From an optimization exercise on the open Yosys and OpenROAD flow, aimed at small area; shortcuts taken in it are not production practice. For this run, only the layout was checked, not whether the RTL still works. No activity file was given, so power comes from the tool's default toggle rates.

`flow/run.sh`:
```
#!/bin/bash
# synth_recipe.tcl (not shown) runs the flow's synth.tcl, then flattens the netlist and writes it again
# the make line also repeats each setting of config.mk as NAME=value (left out here)
make -C /OpenROAD-flow-scripts/flow DESIGN_CONFIG=/design/flow/config.mk WORK_HOME=/design/flow/orfs CLKGATE_MAP_FILE= SYNTH_SCRIPT=/design/flow/synth_recipe.tcl finish
```
`flow/config.mk`:
```
export PLATFORM = sky130hd
export DESIGN_NAME = tod_counter
export DESIGN_NICKNAME = tod_counter
export VERILOG_FILES = /design/flow/design.v
export SDC_FILE = /design/flow/constraint.sdc
export NUM_CORES = 4
export LEC_CHECK = 0
export CAP_MARGIN = 20
export CORE_MARGIN = 2
export CORE_UTILIZATION = 40
export SLEW_MARGIN = 20
```
`flow/constraint.sdc`:
```
create_clock -name core_clock -period 12.0 [get_ports {clk}]
set_input_delay 2.4000 -clock core_clock [delete_from_list [all_inputs] [get_ports {clk}]]
set_output_delay 2.4000 -clock core_clock [all_outputs]
set_load 0.01 [all_outputs]
```
`flow/design.v`:
```
module tod_counter (
    input             clk,
    input             rst_n,
    input             cmd_valid,
    output            cmd_ready,
    input      [31:0] cmd_w6,
    input      [31:0] cmd_w7,
    input      [31:0] cmd_w8,
    input      [31:0] cmd_w9,
    output reg        cpl_valid,
    output reg        cpl_ok,
    output reg [31:0] cpl_res0,
    output reg [31:0] cpl_res1,
    output     [31:0] tod_ns,
    output     [31:0] tod_frac,
    output     [29:0] tod_subsec,
    output     [31:0] tod_wraps,
    output     [63:0] tod_inc,
    output reg        pps,
    output reg        wrap
);
    localparam [63:0] INC_NOMINAL = 64'h0000_0002_0000_0000;
    localparam [63:0] INC_MIN     = 64'h0000_0001_FFBE_76C9;   
    localparam [63:0] INC_MAX     = 64'h0000_0002_0041_8937;   
    localparam [31:0] SECOND      = 32'd1_000_000_000;
    localparam [31:0] TWO64_MOD   = 32'd709_551_616;           
    localparam [2:0] KIND_SET  = 3'd0;
    localparam [2:0] KIND_STEP = 3'd1;
    localparam [2:0] KIND_RATE = 3'd2;
    localparam [2:0] S_IDLE  = 3'd0;
    localparam [2:0] S_CHECK = 3'd1;
    localparam [2:0] S_MOD   = 3'd2;
    localparam [2:0] S_FIX   = 3'd3;
    localparam [2:0] S_STEP  = 3'd4;
    reg [63:0] acc;
    reg [29:0] subsec;
    reg [31:0] wraps;
    reg [63:0] inc;
    assign tod_ns     = acc[63:32];
    assign tod_frac   = acc[31:0];
    assign tod_subsec = subsec;
    assign tod_wraps  = wraps;
    assign tod_inc    = inc;
    reg [2:0]  state;
    reg [31:0] c6, c7, c8, c9;
    reg [63:0] mod_sh;      
    reg [30:0] mod_r;       
    reg [6:0]  mod_cnt;
    reg [29:0] d_mod;       
    assign cmd_ready = (state == S_IDLE);
    wire [2:0]  kind = c6[2:0];
    wire        lock = c6[8];
    wire [63:0] c_inc = {c8, c7};
    wire rsv_w6   = |(c6 & ~32'h0000_0107);
    wire rsv_word = ((kind == 3'd2) && (c9 != 32'd0)) ||
                    ((kind == 3'd3) && (c9 != 32'd0)) ||
                    ((kind == 3'd4) && ((c7 | c8 | c9) != 32'd0));
    wire rsv_lock = lock && ((kind == 3'd3) || (kind == 3'd4));
    wire bad_rsv  = rsv_w6 || rsv_word || rsv_lock;
    wire bad_kind = (kind > KIND_RATE);
    wire bad_sub  = (kind == KIND_SET) && (c8 > 32'd999_999_999);
    wire bad_inc  = (kind == KIND_RATE) && ((c_inc < INC_MIN) || (c_inc > INC_MAX));
    wire [7:0] reason = bad_rsv  ? 8'd2 :
                        bad_kind ? 8'd1 :
                        (bad_sub || bad_inc) ? 8'd2 : 8'd0;
    wire [32:0] cnt_lo  = {1'b0, acc[31:0]} + {1'b0, inc[31:0]};
    wire [64:0] cnt_sum = {1'b0, acc} + {1'b0, inc};
    wire [31:0] cnt_sub = {2'b00, subsec} + inc[63:32] + {31'd0, cnt_lo[32]};
    wire        cnt_pps = (cnt_sub >= SECOND);
    wire [31:0] cnt_sub_wrapped = cnt_pps ? (cnt_sub - SECOND) : cnt_sub;
    wire [32:0] rate_lo  = {1'b0, acc[31:0]} + {1'b0, c7};
    wire [64:0] rate_sum = {1'b0, acc} + {1'b0, c_inc};
    wire [31:0] rate_sub = {2'b00, subsec} + c8 + {31'd0, rate_lo[32]};
    wire        rate_pps = (rate_sub >= SECOND);
    wire [31:0] rate_sub_wrapped = rate_pps ? (rate_sub - SECOND) : rate_sub;
    wire [63:0] step_acc = acc + inc + {c7, c9};
    wire [33:0] step_lo  = {2'b00, acc[31:0]} + {2'b00, inc[31:0]} + {2'b00, c9};
    wire [31:0] step_sub = {2'b00, subsec} + inc[63:32] + {30'd0, step_lo[33:32]} + {2'b00, d_mod};
    wire [31:0] step_sub1 = (step_sub >= SECOND) ? (step_sub - SECOND) : step_sub;
    wire [31:0] step_sub2 = (step_sub1 >= SECOND) ? (step_sub1 - SECOND) : step_sub1;
    wire [30:0] mod_next  = {mod_r[29:0], mod_sh[63]};
    wire [30:0] mod_red   = (mod_next >= SECOND[30:0]) ? (mod_next - SECOND[30:0]) : mod_next;
    wire [31:0] fix_neg   = {1'b0, mod_r} - TWO64_MOD;
    wire [31:0] fix_val   = fix_neg[31] ? (fix_neg + SECOND) : fix_neg;
    wire apply_set  = (state == S_CHECK) && (reason == 8'd0) && (kind == KIND_SET);
    wire apply_rate = (state == S_CHECK) && (reason == 8'd0) && (kind == KIND_RATE);
    wire apply_step = (state == S_STEP);
    always @(posedge clk) begin
        if (!rst_n) begin
            acc    <= 64'd0;
            subsec <= 30'd0;
            wraps  <= 32'd0;
            inc    <= INC_NOMINAL;
            pps    <= 1'b0;
            wrap   <= 1'b0;
        end else if (apply_set) begin
            acc    <= {c7, c9};
            subsec <= c8[29:0];
            pps    <= 1'b0;
            wrap   <= 1'b0;
        end else if (apply_step) begin
            acc    <= step_acc;
            subsec <= step_sub2[29:0];
            pps    <= 1'b0;
            wrap   <= 1'b0;
        end else if (apply_rate) begin
            inc    <= c_inc;
            acc    <= rate_sum[63:0];
            subsec <= rate_sub_wrapped[29:0];
            wraps  <= wraps + {31'd0, rate_sum[64]};
            pps    <= rate_pps;
            wrap   <= rate_sum[64];
        end else begin
            acc    <= cnt_sum[63:0];
            subsec <= cnt_sub_wrapped[29:0];
            wraps  <= wraps + {31'd0, cnt_sum[64]};
            pps    <= cnt_pps;
            wrap   <= cnt_sum[64];
        end
    end
    always @(posedge clk) begin
        if (!rst_n) begin
            state     <= S_IDLE;
            cpl_valid <= 1'b0;
        end else begin
            cpl_valid <= 1'b0;
            case (state)
                S_IDLE: begin
                    if (cmd_valid) begin
                        c6    <= cmd_w6;
                        c7    <= cmd_w7;
                        c8    <= cmd_w8;
                        c9    <= cmd_w9;
                        state <= S_CHECK;
                    end
                end
                S_CHECK: begin
                    if (reason != 8'd0) begin
                        cpl_valid <= 1'b1;
                        cpl_ok    <= 1'b0;
                        cpl_res0  <= {24'd0, reason};
                        cpl_res1  <= 32'd0;
                        state     <= S_IDLE;
                    end else if (kind == KIND_SET) begin
                        cpl_valid <= 1'b1;
                        cpl_ok    <= 1'b1;
                        cpl_res0  <= acc[63:32];
                        cpl_res1  <= c7;
                        state     <= S_IDLE;
                    end else if (kind == KIND_RATE) begin
                        cpl_valid <= 1'b1;
                        cpl_ok    <= 1'b1;
                        cpl_res0  <= rate_sum[63:32];
                        cpl_res1  <= 32'd0;
                        state     <= S_IDLE;
                    end else begin
                        mod_sh  <= {c8, c7};
                        mod_r   <= 31'd0;
                        mod_cnt <= 7'd0;
                        state   <= S_MOD;
                    end
                end
                S_MOD: begin
                    mod_r   <= mod_red;
                    mod_sh  <= {mod_sh[62:0], 1'b0};
                    mod_cnt <= mod_cnt + 7'd1;
                    if (mod_cnt == 7'd63)
                        state <= S_FIX;
                end
                S_FIX: begin
                    d_mod <= c8[31] ? fix_val[29:0] : mod_r[29:0];
                    state <= S_STEP;
                end
                S_STEP: begin
                    cpl_valid <= 1'b1;
                    cpl_ok    <= 1'b1;
                    cpl_res0  <= acc[63:32];
                    cpl_res1  <= step_acc[63:32];
                    state     <= S_IDLE;
                end
                default: state <= S_IDLE;
            endcase
        end
    end
endmodule
```
==> run summary <==
- First-pass GRT wire length: 235,000 um
- Required @ worst endpoint: 12.56 ns
- The H-tree generated during clock tree synthesis spans 3 levels.
* HPWL after detailed placement: 123,000 um
- Adding up every negative setup slack in the final design gives 0 ns.
- Net switching is 25.8% of the power.
- In this run, post-CTS repair resized a total of 0 instances.
* Antenna violations before repair: 11
* Total internal power: 3.40 mW
* Library cell occupying the most area in the post-synthesis netlist: sky130_fd_sc_hd__edfxtp_1
- Average via count per standard cell: 6.07
* Max Freq: 89.2 MHz
* ANT nets after route: 0
* Portion of total power attributed to the clock network: 46.6%
- Drt pass-1 iters: 5
- Min-Delay Path Class: flop to flop
- Final setup vio count: 0
* Iteration-0 DRC Markers: 4,571
* Switching power: 1.18 mW
* Cell row count: 119
- Worst Path Arrival: 11.77 ns
- Post-synth top flop: sky130_fd_sc_hd__edfxtp_1
* Deepest clock path buffer count: 3
- The worst-case IR drop observed on VDD is 0.146 mV.
- Setup slack on the critical path of the routed design comes to 0.788 ns.
- The flow ran to the end and the layout has no timing, DRC or antenna violations.
- In the synthesized netlist, the number of instances is 4,669.
* Setup repair after global routing missed its margin: false
- Vias in the first global route: 36,200
- Max Clock Skew: 0.0531 ns
- By instance count, the leading cell after synthesis is sky130_fd_sc_hd__a21oi_1.
* Post-route cell area: 0.0499 mm2
- The routed design has 161,000 um of wire.
* Power per Cell Area: 91.8 mW/mm2
- Tmin final: 11.21 ns
- CP dominant cell by count: sky130_fd_sc_hd__a21oi_1
- Dividing the synthesized area by the synthesized cell count gives 9.04 um2.
- P_leak: 20.1 nW
* Nets@finish: 5,524
- Area of the die: 0.108 mm2
* Final worst path period share: 93.4%
- The clock drives 521 sinks.
- Across every metal layer, demand over resource in global routing totals 28.7%.
* Setup Crit Path Kind: flop to flop
- CP Launch Type: flop
- In this run the tightest slew margin relative to its limit is 22.9%.
- Total congestion overflow after global routing: 0
* Port Buf Inserts: 389
* DRC: 0
- The synthesized design contains 521 register bits.
* Slowest cell on crit path: sky130_fd_sc_hd__a221oi_2
- Transition time of the tightest slew-check pin: 1.16 ns
* Area overhead of the layout relative to synthesis: 18.2%
* Worst r2r path cells: 34
* Worst hold path cell count: 0
- The synthesized design devotes to its leading area cell type 23.1% of total area.
* Clock Latency Late Sink: 0.67 ns
- In this run the worst path has a maximum fanout of 11.
- Sequential elements use 32.4% of the synthesized area.
* Pre-CTS setup slack: 1.07 ns
* Reported max-cap violation count: 0
- TritonCTS built the clock tree.
* Number of buffers added by the clock tree synthesis step: 67
- The filler cells instantiated in the layout total 10,000.
- Sequential share of power: 42.9%
- Entering global routing, the biggest net connects 67 pins.
- Yosys mapped the design onto 127 distinct sky130hd cell types.
- Clock tree root buffer cell: sky130_fd_sc_hd__clkbuf_16
- The cell area that synthesis handed to floorplanning was 0.0422 mm2.
- The die is 329 um wide.
- Final Max Slew Viols: 0
- The commonest cells after synthesis are 413 x sky130_fd_sc_hd__a21oi_1, 389 x sky130_fd_sc_hd__nand2_1, 357 x sky130_fd_sc_hd__nor2_1, 325 x sky130_fd_sc_hd__edfxtp_1, 321 x sky130_fd_sc_hd__ha_1.
- For this run, asynchronously set or reset flops after synthesis account for 0%.
* Vias: 39,100
- Number of ports placed on the die boundary: 390
* Initial core utilization: 40.2%
* Share of post-route cells with drive strength above 1: 7.23%
- Clock Pin Slew Worst Setup and Hold Paths: 0.06 ns
- After detailed routing, the average wire length per cell comes to 24.9 um.
* Synthesis Warnings: 1
* Count of endpoints failing hold in the final timing report: 0
* Share of power burned in combinational logic: 10.5%
- In this run the post-CTS setup repair buffer count came out at 0.
- Nets in the synthesized netlist: 5,193
- Floorplan core area: 0.105 mm2
* Dominant cells by area after synthesis: sky130_fd_sc_hd__edfxtp_1 23%, sky130_fd_sc_hd__ha_1 9.5%, sky130_fd_sc_hd__dfxtp_1 9.3%, sky130_fd_sc_hd__xnor2_1 5.5%, sky130_fd_sc_hd__a21oi_1 4.9%
* Number of enable-type register cells in the synthesized netlist: 325
- The largest single stage delay on the critical path is 0.80 ns.
- Die Ht: 329 um
* Cell Area, Placed: 0.0476 mm2
- Routability-driven placement congestion ratio: 0.973
* CTS hold repair buffers: 0
* Kind of end point of the critical path: flop
## registers in the layout, summed over array words and instances (netlist names), 3 cells and up
register  count
inc          64
acc          64
c6           32
cpl_res0     32
d_mod        30
cpl_res1     32
c9           32
c8           32
mod_r        31
mod_cnt       7
state         3
c7           32
subsec       30
mod_sh       64
wraps        32
## layout make-up
type	instances	area (um2)	share of cell area (%)
clock inverter	28	419	0.840
antenna	2	5.00	0.0100
clock buffer	92	1840	3.69
multi-input combinational	3835	27400	54.8
timing repair buffer	464	4450	8.92
tap	1391	1740	3.49
inverter	111	419	0.840
sequential	521	13700	27.4
## stage by stage
stage | hold slack, ns | instances | power (mW) | util [%]
after floorplan | 0.442 | 4669 | 2.29 | -
after global placement | 0.465 | 6321 | 2.47 | 45.4
after detailed placement | 0.477 | 6321 | 2.47 | 45.4
after CTS | 0.492 | 6441 | 4.60 | 47.5
after global routing | 0.495 | 6442 | 4.72 | 47.5
final | 0.484 | 6444 | 4.58 | 47.5
## worst paths after layout
kind                                             start                    end  slack, ns
worst max-delay path                 acc[1]$_SDFF_PN0_  subsec[20]$_SDFF_PN0_       0.79
worst min-delay path            mod_r[6]$_SDFFCE_PP0P_     d_mod[6]$_DFFE_PP_       0.48
worst max register to register       acc[1]$_SDFF_PN0_  subsec[20]$_SDFF_PN0_       0.79
worst min register to register  mod_r[6]$_SDFFCE_PP0P_     d_mod[6]$_DFFE_PP_       0.48
## critical path: cells and delay by family (launching register included)
| family | cells | cell delay, ns |
|---|---|---|
| simple gates | 6 | 1.65 |
| xor+xnor | 2 | 0.56 |
| compound gates | 18 | 6.13 |
| buf+inv | 2 | 0.38 |
| fa+ha+maj | 6 | 1.92 |
| flops | 1 | 0.48 |
## cells by family after synthesis
logic type      synth area share [%]
buf+inv                         3.00
mux                             2.21
flops                           32.4
simple gates                    16.9
fa+ha+maj                       12.9
xor+xnor                        8.72
compound gates                  23.9
## placed cells by master (no fill, tap or decap), types with 59 or more instances in the layout
| cell type | count |
|---|---|
| sky130_fd_sc_hd__a211oi_1 | 83 |
| sky130_fd_sc_hd__a21o_1 | 163 |
| sky130_fd_sc_hd__a21oi_1 | 410 |
| sky130_fd_sc_hd__and3_1 | 91 |
| sky130_fd_sc_hd__buf_4 | 75 |
| sky130_fd_sc_hd__clkbuf_16 | 68 |
| sky130_fd_sc_hd__clkdlybuf4s50_1 | 388 |
| sky130_fd_sc_hd__dfxtp_1 | 196 |
| sky130_fd_sc_hd__edfxtp_1 | 325 |
| sky130_fd_sc_hd__fa_1 | 72 |
| sky130_fd_sc_hd__ha_1 | 321 |
| sky130_fd_sc_hd__inv_1 | 107 |
| sky130_fd_sc_hd__mux2_2 | 73 |
| sky130_fd_sc_hd__nand2_1 | 388 |
| sky130_fd_sc_hd__nand2b_1 | 60 |
| sky130_fd_sc_hd__nand3_1 | 116 |
| sky130_fd_sc_hd__nand4_1 | 59 |
| sky130_fd_sc_hd__nor2_1 | 353 |
| sky130_fd_sc_hd__nor3_1 | 84 |
| sky130_fd_sc_hd__o211ai_1 | 82 |
| sky130_fd_sc_hd__o21a_1 | 59 |
| sky130_fd_sc_hd__o21ai_0 | 263 |
| sky130_fd_sc_hd__xnor2_1 | 263 |
| sky130_fd_sc_hd__xor2_1 | 147 |
## layer usage
metal	track usage [%]	wire length, um
met1	40.9	71600
met2	43.2	69000
met3	6.28	15100
met4	8.84	4770
met5	0	40
## power by group through the flow
stage	clock network [mW]	registers, mW	logic, mW
after floorplan	0	1.99	0.297
after global placement	0	2.00	0.469
after detailed placement	0	2.00	0.469
after CTS	2.16	1.97	0.473
after global routing	2.23	1.97	0.520
final	2.13	1.97	0.481

## port drivers added, routing unchanged
No port has a modelled driver above. Below, the same layout with a new extraction and two added sets of constraints.
Step 1, drivers: a clkbuf_16 drives clk and a buf_2 each remaining input, both assumed.
Step 2 also shifts input and output timing later by t, the mid clock arrival at the registers, as if the neighbouring blocks saw the same clock.
Slacks: ideal / step 1 / step 2; pairs: ideal / step 1.
shift t [ns]: 0.722
slack for setup (ns): 0.788 / 0.788 / 0.788
slew at the worst register clock pin (ns): 0.07 / 0.07
worst slew at a driven data input, ns: 0.07
cell pins on the clock port's net: 1
After both steps this run still meets setup and hold. For this run, drivers alone change the setup slack by 0.000 ns; drivers and shift together by 0.000 ns.
